This is an optimization exercise on Yosys and OpenROAD, whose aim is small area, a short achievable clock period and few clock cycles, not a production implementation.
Function was checked by simulation only, so behaviour that the tests miss may differ from the original.
Power and IR drop assume default switching activity.

Setup of run 1:
## cv_unit
module cv_unit (
    input  wire        clk,
    input  wire        rst,           
    input  wire        engine_held,   
    input  wire        req_valid,
    output wire        req_ready,
    input  wire        req_write,
    input  wire [11:0] req_addr,      
    input  wire [1:0]  req_size,      
    input  wire [63:0] req_wdata,     
    output reg         rsp_valid,
    output wire [63:0] rsp_rdata,
    output reg         host_event
);
Settings: LEC_CHECK=0, CAP_MARGIN=20, CORE_MARGIN=2, CORE_UTILIZATION=40, CTS_BUF_LIST=sky130_fd_sc_hd__clkbuf_8, PLACE_DENSITY=0.7, SLEW_MARGIN=20, SYNTH_HIERARCHICAL=1; clock period 10.0 ns.
standard.sh (not shown) runs the stock make flow with config.mk's settings and CLKGATE_MAP_FILE= SYNTH_SCRIPT=/design/flow/synth_recipe.tcl, a recipe that flattens the netlist after the stock synthesis.
==> flow/flow/run.sh <==
#!/bin/bash
set -euo pipefail
bash standard.sh SETUP_SLACK_MARGIN=6.5 "BUFFER_PORTS_ARGS=-buffer_cell sky130_fd_sc_hd__buf_1" finish > flow_make.log 2>&1
Testbench counts of run 1, summed over its fixed seeds: cycles 13,195.
> inputs changed (run 1 -> run 2)
- CTS_BUF_LIST no longer set, was sky130_fd_sc_hd__clkbuf_8
- GPL_ROUTABILITY_DRIVEN now 0, previously not set
- PLACE_DENSITY no longer set, was 0.7
Findings:
In terms of clock distribution area overhead in the final layout, run 1 and run 2 differ only marginally.
The buffer share of cell area in run 2 sits 0.49 points below the value recorded for run 1.
Critical path endpoint = rsp_rdata[32]: run 2; critical path endpoint = state[55]$_DFF_P_: run 1
Re total met2 wirelength after detailed routing: run 1 was higher than run 2.
When the final numbers for run 1 and run 2 were put side by side, the area added between synthesis and finish turned out to be smaller in run 2.
Any difference in flip-flop and latch area between run 2 and run 1 is small enough to ignore.
Taking run 1 as the reference, in run 2 routed length per instance -about 2.3%; final total power +0.057 mW; core utilization ~0 delta.
Here is what was changed in the inputs of run 3 compared with run 2.
- GPL_ROUTABILITY_DRIVEN removed (was 0)
- PLACE_DENSITY newly set to 0.7
[summary]
- Any difference in portion of the clock cycle consumed by the worst path in the final layout between run 3 and run 2 is small enough to ignore.
- A capture point of the critical path of rsp_rdata[48] is what run 3 shows, while rsp_rdata[32] belongs to run 2.
- Run 3 vs. run 2: final total power shows a reduction of 0.88%, number of cells on the critical path shows an increase of 1, wire length of the first global-routing pass shows an increase of 2.1%.
Changes in run 4 relative to run 3:
- clearing PLACE_DENSITY, which used to be 0.7
Notes after the runs:
Per the final summary, run 4 finished and its layout is clean on timing, DRC and antenna.
As far as row count goes, run 3 and run 4 are indistinguishable; the numbers are identical.
Going from run 3 to run 4, leakage power of the design now larger, setup slack climbed 0.014 ns.


## tundra
cv_unit, a different RTL version from the one above (not shown whole).
Size: about 2,600 cells after synthesis, ~310 flip-flops, roughly 150 I/O pins, roughly 0.024 sq mm of cells after synthesis.
==> flow/config.mk <==
export PLATFORM = sky130hd
export DESIGN_NAME = cv_unit
export DESIGN_NICKNAME = cv_unit
export VERILOG_FILES = /design/flow/design.v
export SDC_FILE = /design/flow/constraint.sdc
export NUM_CORES = 4
export LEC_CHECK = 0
export CAP_MARGIN = 20
export CORE_MARGIN = 2
export CORE_UTILIZATION = 40
export CTS_BUF_LIST = sky130_fd_sc_hd__clkbuf_8
export SLEW_MARGIN = 20
export SYNTH_HIERARCHICAL = 1
==> flow/constraint.sdc <==
create_clock -name core_clock -period 10.0 [get_ports {clk}]
set_input_delay 2.0000 -clock core_clock [delete_from_list [all_inputs] [get_ports {clk}]]
set_output_delay 2.0000 -clock core_clock [all_outputs]
set_load 0.01 [all_outputs]
Scripts as last shown in full above: flow/flow/run.sh
Testbench counts of tundra, summed over its fixed seeds: cycles 13,387.
--- input diff tundra..pepper ---
Settings: clearing CTS_BUF_LIST, which used to be sky130_fd_sc_hd__clkbuf_8; putting TNS_END_PERCENT at 25 where nothing was set.
==> flow/flow/run.sh <==
#!/bin/bash
set -euo pipefail
bash standard.sh SETUP_SLACK_MARGIN=6.5 "BUFFER_PORTS_ARGS=-buffer_cell sky130_fd_sc_hd__buf_4" finish > flow_make.log 2>&1
[summary]
- pepper against tundra; post-route standard cell area excluding fillers is up slightly.
- Comparing pepper against tundra, there is no change at all in level count of the clock H-tree.
- Of pepper and tundra, tundra shows the higher wire length, with pepper below it.
- In pepper, the setup slack came out 190 ps below the value in tundra.
- Compared with tundra, pepper shows a number of global-route vias before repair that is 1.5% lower.
- Relative to tundra, the clock buffer count measured on pepper has decreased by more than a quarter.
--- input diff pepper..juniper ---
Settings: swapping 20 for 5 in CAP_MARGIN; clearing TNS_END_PERCENT, which used to be 25; putting CTS_BUF_LIST at sky130_fd_sc_hd__clkbuf_8 where nothing was set; swapping 20 for 5 in SLEW_MARGIN.
==> flow/flow/run.sh <==
#!/bin/bash
set -euo pipefail
bash standard.sh SETUP_SLACK_MARGIN=6.5 "BUFFER_PORTS_ARGS=-buffer_cell sky130_fd_sc_hd__buf_1" finish > flow_make.log 2>&1
Findings:
Higher utilization was reported by pepper, not juniper. What juniper reported for clock power has to be multiplied by 1.16 to get the figure for pepper. Portion of total power attributed to sequential cells: juniper vs pepper up 3.3 points. Taking juniper over pepper, the total power of the final layout ratio works out to 0.928. Number of sequential storage elements came out exactly the same in juniper and pepper. Total number of vias in juniper is 115 higher than in pepper. Looking at sequential share of layout area, juniper sits 0.25 points above pepper.
## Diff of input files: violet against juniper
Settings: a change of SLEW_MARGIN from 5 to 20; a deleted CTS_BUF_LIST that had been sky130_fd_sc_hd__clkbuf_8; a change of CAP_MARGIN from 5 to 20.
==> flow/flow/run.sh <==
#!/bin/bash
set -euo pipefail
bash standard.sh SETUP_SLACK_MARGIN=6.5 "BUFFER_PORTS_ARGS=-buffer_cell sky130_fd_sc_hd__buf_4" finish > flow_make.log 2>&1
[summary]
juniper -> violet: combinational cell fraction of total power flat
violet ended up with state[28] as its end of the critical path; juniper ended up with state[59].
On detailed-route wire length on metal 1: between violet and juniper, it ends up lower for violet.
Lower power goes to juniper over violet.
In the metrics for violet and juniper, the one carrying the lower area of the multi-input gates is violet.

[separate check: timing with driven ports]
How much do the figures lean on ideal ports? The routed layouts below were timed once more, with nothing changed but the port constraints. Step 1 sets driving cells, clkbuf_16 on the clock port and buf_2 on the other inputs (assumed; they add their load-dependent delay and slew). Step 2, shift: input delay + t, output delay - t, t = (earliest + latest rising clock arrival at the registers) / 2. This alone moves slack from input paths to output paths. Three values: ideal, step 1, step 2; two values: the first two.
| run | t (ns) | setup WS [ns] | hold WS [ns] | latest minus earliest clock arrival (ns) | worst slew at a driven data input, ns |
|---|---|---|---|---|---|
| run 1 | 0.619 | 6.194 / 6.194 / 6.008 | 0.522 / 0.522 / 0.522 | 0.046 / 0.046 | 0.09 |
| run 2 | 0.633 | 6.314 / 6.258 / 6.042 | 0.541 / 0.541 / 0.541 | 0.059 / 0.059 | 0.08 |
| run 3 | 0.609 | 6.301 / 6.249 / 6.067 | 0.528 / 0.528 / 0.528 | 0.011 / 0.011 | 0.09 |
| run 4 | 0.613 | 6.315 / 6.266 / 6.006 | 0.524 / 0.524 / 0.524 | 0.035 / 0.035 | 0.07 |
| tundra | 0.696 | 6.446 / 6.446 / 5.917 | 0.473 / 0.473 / 0.473 | 0.036 / 0.036 | 0.06 |
| pepper | 0.620 | 6.260 / 6.260 / 5.984 | 0.458 / 0.458 / 0.458 | 0.044 / 0.044 | 0.06 |
| juniper | 0.706 | 6.386 / 6.386 / 5.954 | 0.473 / 0.473 / 0.473 | 0.063 / 0.062 | 0.06 |
| violet | 0.617 | 6.373 / 6.373 / 6.062 | 0.456 / 0.456 / 0.456 | 0.047 / 0.047 | 0.07 |
After both steps every run listed still meets setup and hold. The setup slack of tundra, which loses most, moves by 0.000 ns with the drivers and by -0.529 ns with both steps.
